From an optimization exercise on the open Yosys and OpenROAD flow, aimed at small area, a short achievable clock period and few clock cycles per item; shortcuts taken in it are not production practice. Only simulation tests tie the RTL to the original design; equivalence was not proved.

==> flow/design.v (excerpt) <==
module mx_dot_acc (
    input  wire         clk,
    input  wire         rst,         
    input  wire         in_valid,
    output wire         in_ready,
    input  wire         in_first,    
    input  wire         in_last,     
    input  wire [31:0]  acc_init,    
    input  wire [127:0] w_data,      
    input  wire [7:0]   w_scale,     
    input  wire [255:0] a_data,      
    input  wire [7:0]   a_scale,     
    input  wire [7:0]   skip_t,      
    output reg          out_valid,
    output reg  [31:0]  out_acc      
);
==> flow/config.mk <==
export PLATFORM = sky130hd
export DESIGN_NAME = mx_dot_acc
export DESIGN_NICKNAME = mx_dot_acc
export VERILOG_FILES = /design/flow/design.v
export SDC_FILE = /design/flow/constraint.sdc
export NUM_CORES = 4
export LEC_CHECK = 0
export ABC_AREA = 1
export CAP_MARGIN = 20
export CORE_MARGIN = 4
export CORE_UTILIZATION = 45
export SLEW_MARGIN = 20
==> flow/constraint.sdc <==
create_clock -name core_clock -period 40.0 [get_ports {clk}]
set_input_delay 8.0000 -clock core_clock [delete_from_list [all_inputs] [get_ports {clk}]]
set_output_delay 8.0000 -clock core_clock [all_outputs]
set_load 0.01 [all_outputs]
standard.sh (not shown) runs the stock make flow with config.mk's settings and CLKGATE_MAP_FILE= SYNTH_SCRIPT=/design/flow/synth_recipe.tcl, a recipe that flattens the netlist after the stock synthesis.
==> flow/flow/run.sh <==
#!/bin/bash
# The standard layout (the standard.sh, its synthesis unchanged), with:
#  - the combinational logic of the synthesized netlist re-mapped by a
#    stronger ABC area script (flow/reabc.sh); registers are kept by name;
#  - ORFS's timing repair asked to leave a setup margin, so that
#    repair_timing works on paths well inside the clock period;
#  - the smallest buffer on each port.
# The SDC and the clock period are unchanged.
set -euo pipefail
cd "$(dirname "$0")/.."
KNOBS=(SETUP_SLACK_MARGIN=32 "BUFFER_PORTS_ARGS=-buffer_cell sky130_fd_sc_hd__buf_1")
R=orfs/results/sky130hd/mx_dot_acc/base
bash standard.sh "${KNOBS[@]}" synth > flow_synth.log 2>&1
cp $R/1_2_yosys.v orfs/1_2_yosys_standard.v
bash flow/reabc.sh orfs/1_2_yosys_standard.v orfs/1_2_yosys_reabc.v \
    "$FLOW_HOME/platforms/sky130hd/lib/sky130_fd_sc_hd__tt_025C_1v80.lib" orfs/reabc > flow_reabc.log 2>&1 \
  && [[ -s orfs/1_2_yosys_reabc.v ]] \
  && cp orfs/1_2_yosys_reabc.v $R/1_2_yosys.v && touch $R/1_2_yosys.v \
  || echo "re-mapping failed: the standard netlist is laid out" >> flow_reabc.log
bash standard.sh "${KNOBS[@]}" finish > flow_layout.log 2>&1
==> flow/flow/reabc.sh <==
#!/bin/bash
# Re-maps the combinational logic of a synthesized netlist with a stronger
# ABC area script; registers (and tie cells) are kept as they are, by name.
# usage: reabc.sh NETLIST_IN NETLIST_OUT LIBERTY WORKDIR
set -euo pipefail
IN=$1; OUT=$2; LIB=$3; W=$4
mkdir -p "$W"
DU=$(grep -o 'cell *( *"\?sky130_fd_sc_hd__[A-Za-z0-9_]*' "$LIB" | sed 's/.*\(sky130_fd_sc_hd__[A-Za-z0-9_]*\)/\1/' | grep -E 'lpflow|probe' | sort -u | sed 's/^/-dont_use /' | tr '\n' ' ')
cat > "$W/area.abc" <<'EOS'
&get -n
&st
&dch -f
&nf -a -C 32 -F 8 -A 4 -p
&mfs
&put
topo
buffer -c
upsize -c
dnsize -c
EOS
printf 'set_driving_cell sky130_fd_sc_hd__buf_1\nset_load 5\n' > "$W/abc.constr"
cat > "$W/reabc.ys" <<EOS
read_liberty -ignore_miss_func $LIB
read_verilog $IN
hierarchy -top mx_dot_acc
setattr -mod -set keep_hierarchy 1 sky130_fd_sc_hd__*df* sky130_fd_sc_hd__conb_1
flatten
opt_clean
abc -liberty $LIB -script $W/area.abc -constr $W/abc.constr -D 40000 $DU
opt_clean -purge
stat -liberty $LIB
select mx_dot_acc
write_verilog -noattr -nohex -nodec -selected $OUT
EOS
Y=yosys
[[ -n "${FLOW_HOME:-}" && -x "$FLOW_HOME/../tools/install/yosys/bin/yosys" ]] && Y="$FLOW_HOME/../tools/install/yosys/bin/yosys"
"$Y" -l "$W/reabc.log" -q "$W/reabc.ys"
Testbench counts at the start, summed over its fixed seeds: cycles 27,208, blocks 27,168.
Edit:
--- a/flow/flow/run.sh
+++ b/flow/flow/run.sh
@@ -9,5 +9,5 @@
 set -euo pipefail
 cd "$(dirname "$0")/.."
-KNOBS=(SETUP_SLACK_MARGIN=32 "BUFFER_PORTS_ARGS=-buffer_cell sky130_fd_sc_hd__buf_1")
+KNOBS=(SETUP_SLACK_MARGIN=31 "BUFFER_PORTS_ARGS=-buffer_cell sky130_fd_sc_hd__buf_1")
 R=orfs/results/sky130hd/mx_dot_acc/base
 bash standard.sh "${KNOBS[@]}" synth > flow_synth.log 2>&1
--- a/flow/flow/reabc.sh
+++ b/flow/flow/reabc.sh
@@ -11,5 +11,5 @@
 &st
 &dch -f
-&nf -a -C 32 -F 8 -A 4 -p
+&nf -a
 &mfs
 &put
Effect: Non-clock buffer count climbs by 158. Core utilization climbs by 1.1 points. Area after synthesis climbs slightly. Routed wire length drops by a few percent. Global-route usage drops by 1.2 points. Maximum frequency climbs by a little under a tenth. Worst setup slack improved by 0.74 ns. Clock-buffer cell count climbs by 9.
Edit:
==> flow/flow/run.sh (replaced) <==
#!/bin/bash
# The standard layout (the standard.sh, its synthesis unchanged), with:
#  - ORFS's timing repair asked to leave a setup margin, so that
#    repair_timing works on paths well inside the clock period;
#  - the smallest buffer on each port.
# The SDC and the clock period are unchanged.
set -euo pipefail
cd "$(dirname "$0")/.."
KNOBS=(SETUP_SLACK_MARGIN=31 "BUFFER_PORTS_ARGS=-buffer_cell sky130_fd_sc_hd__buf_1")
bash standard.sh "${KNOBS[@]}" finish > flow_layout.log 2>&1
removed: flow/flow/reabc.sh
The changed run went through all stages and came out clean.
Worst hold slack got worse by 0.017 ns.
Wire length climbs by 11%.
Maximum frequency is about the same.

* * *

## main
mx_dot_acc again, from the RTL that the note above started with.
Settings: LEC_CHECK=0, ABC_AREA=1, CAP_MARGIN=20, CORE_MARGIN=4, CORE_UTILIZATION=50, SLEW_MARGIN=20; clock period 40.0 ns.
==> flow/flow/run.sh <==
#!/bin/bash
# The standard layout (the standard.sh, its synthesis unchanged), with:
#  - the combinational logic of the synthesized netlist re-mapped by a
#    stronger ABC area script (flow/reabc.sh); registers are kept by name;
#  - ORFS's timing repair asked to leave a setup margin, so that
#    repair_timing works on paths well inside the clock period;
#  - the smallest buffer on each port.
# The SDC and the clock period are unchanged.
set -euo pipefail
cd "$(dirname "$0")/.."
KNOBS=(SETUP_SLACK_MARGIN=31 "BUFFER_PORTS_ARGS=-buffer_cell sky130_fd_sc_hd__buf_1")
R=orfs/results/sky130hd/mx_dot_acc/base
bash standard.sh "${KNOBS[@]}" synth > flow_synth.log 2>&1
cp $R/1_2_yosys.v orfs/1_2_yosys_standard.v
bash flow/reabc.sh orfs/1_2_yosys_standard.v orfs/1_2_yosys_reabc.v \
    "$FLOW_HOME/platforms/sky130hd/lib/sky130_fd_sc_hd__tt_025C_1v80.lib" orfs/reabc > flow_reabc.log 2>&1 \
  && [[ -s orfs/1_2_yosys_reabc.v ]] \
  && cp orfs/1_2_yosys_reabc.v $R/1_2_yosys.v && touch $R/1_2_yosys.v \
  || echo "re-mapping failed: the standard netlist is laid out" >> flow_reabc.log
bash standard.sh "${KNOBS[@]}" finish > flow_layout.log 2>&1
==> flow/flow/reabc.sh <==
#!/bin/bash
# Re-maps the combinational logic of a synthesized netlist with a stronger
# ABC area script; registers (and tie cells) are kept as they are, by name.
# usage: reabc.sh NETLIST_IN NETLIST_OUT LIBERTY WORKDIR
set -euo pipefail
IN=$1; OUT=$2; LIB=$3; W=$4
mkdir -p "$W"
DU=$(grep -o 'cell *( *"\?sky130_fd_sc_hd__[A-Za-z0-9_]*' "$LIB" | sed 's/.*\(sky130_fd_sc_hd__[A-Za-z0-9_]*\)/\1/' | grep -E 'lpflow|probe' | sort -u | sed 's/^/-dont_use /' | tr '\n' ' ')
cat > "$W/area.abc" <<'EOS'
&get -n
&st
&dch -f
&nf -a
&mfs
&put
topo
buffer -c
upsize -c
dnsize -c
EOS
printf 'set_driving_cell sky130_fd_sc_hd__buf_1\nset_load 5\n' > "$W/abc.constr"
cat > "$W/reabc.ys" <<EOS
read_liberty -ignore_miss_func $LIB
read_verilog $IN
hierarchy -top mx_dot_acc
setattr -mod -set keep_hierarchy 1 sky130_fd_sc_hd__*df* sky130_fd_sc_hd__conb_1
flatten
opt_clean
abc -liberty $LIB -script $W/area.abc -constr $W/abc.constr -D 40000 $DU
opt_clean -purge
stat -liberty $LIB
select mx_dot_acc
write_verilog -noattr -nohex -nodec -selected $OUT
EOS
Y=yosys
[[ -n "${FLOW_HOME:-}" && -x "$FLOW_HOME/../tools/install/yosys/bin/yosys" ]] && Y="$FLOW_HOME/../tools/install/yosys/bin/yosys"
"$Y" -l "$W/reabc.log" -q "$W/reabc.ys"
Testbench counts of main, summed over its fixed seeds: cycles 27,208, blocks 27,168.
--- input diff main..the feature branch ---
Settings: CORE_UTILIZATION changed from 50 to 45.
--- a/flow/flow/run.sh
+++ b/flow/flow/run.sh
@@ -11 +11 @@
-KNOBS=(SETUP_SLACK_MARGIN=31 "BUFFER_PORTS_ARGS=-buffer_cell sky130_fd_sc_hd__buf_1")
+KNOBS=(SETUP_SLACK_MARGIN=32 "BUFFER_PORTS_ARGS=-buffer_cell sky130_fd_sc_hd__buf_1")
--- a/flow/flow/reabc.sh
+++ b/flow/flow/reabc.sh
@@ -13 +13 @@
-&nf -a
+&nf -a -R 20 -C 32 -F 8 -A 4 -p
### Flow results
Diff main -> the feature branch | data required time at the worst endpoint | increase of 40 ps
Compared to main, the feature branch leaves more free space in the core.
Fraction of final layout cells sized beyond drive strength 1, the feature branch and main, higher one = main.
Delta (the feature branch minus main): number of nets in the layout lost 4.7%, total wire length after detailed routing picked up an extra 3.6%.
In the feature branch relative to main, final non-filler cell total had gone down by a few percent.
The capture point of the worst path comes out out_acc[19] in one run and out_acc[5] in the other, namely in the feature branch and main respectively.

-- re-timing with driven ports --
Ports are ideal in the flow. The routed layouts listed here were re-timed in OpenROAD.
Step 1, drivers: a clkbuf_16 drives clk and a buf_2 each remaining input, both assumed.
Step 2 moves the port delays by t, midway between the first and last clock arrival at a register: inputs arrive t later, outputs are due t later. That takes back most of the time a late clock gives input paths.
Slacks: ideal / step 1 / step 2; pairs: ideal / step 1.
| run | t (ns) | setup slack, ns | clock arrival spread, ns | worst slew at a driven data input, ns |
|---|---|---|---|---|
| the first run of note 1 | 0.822 | 29.532 / 29.532 / 29.532 | 0.064 / 0.063 | 0.12 |
| the second run of note 1 | 0.813 | 30.277 / 30.277 / 30.277 | 0.062 / 0.062 | 0.09 |
| the third run of note 1 | 0.816 | 30.273 / 30.273 / 30.273 | 0.080 / 0.081 | 0.13 |
| main | 0.781 | 30.171 / 30.171 / 30.171 | 0.039 / 0.040 | 0.08 |
| the feature branch | 0.831 | 28.854 / 28.854 / 28.854 | 0.049 / 0.049 | 0.13 |
After both steps every run listed still meets setup and hold.
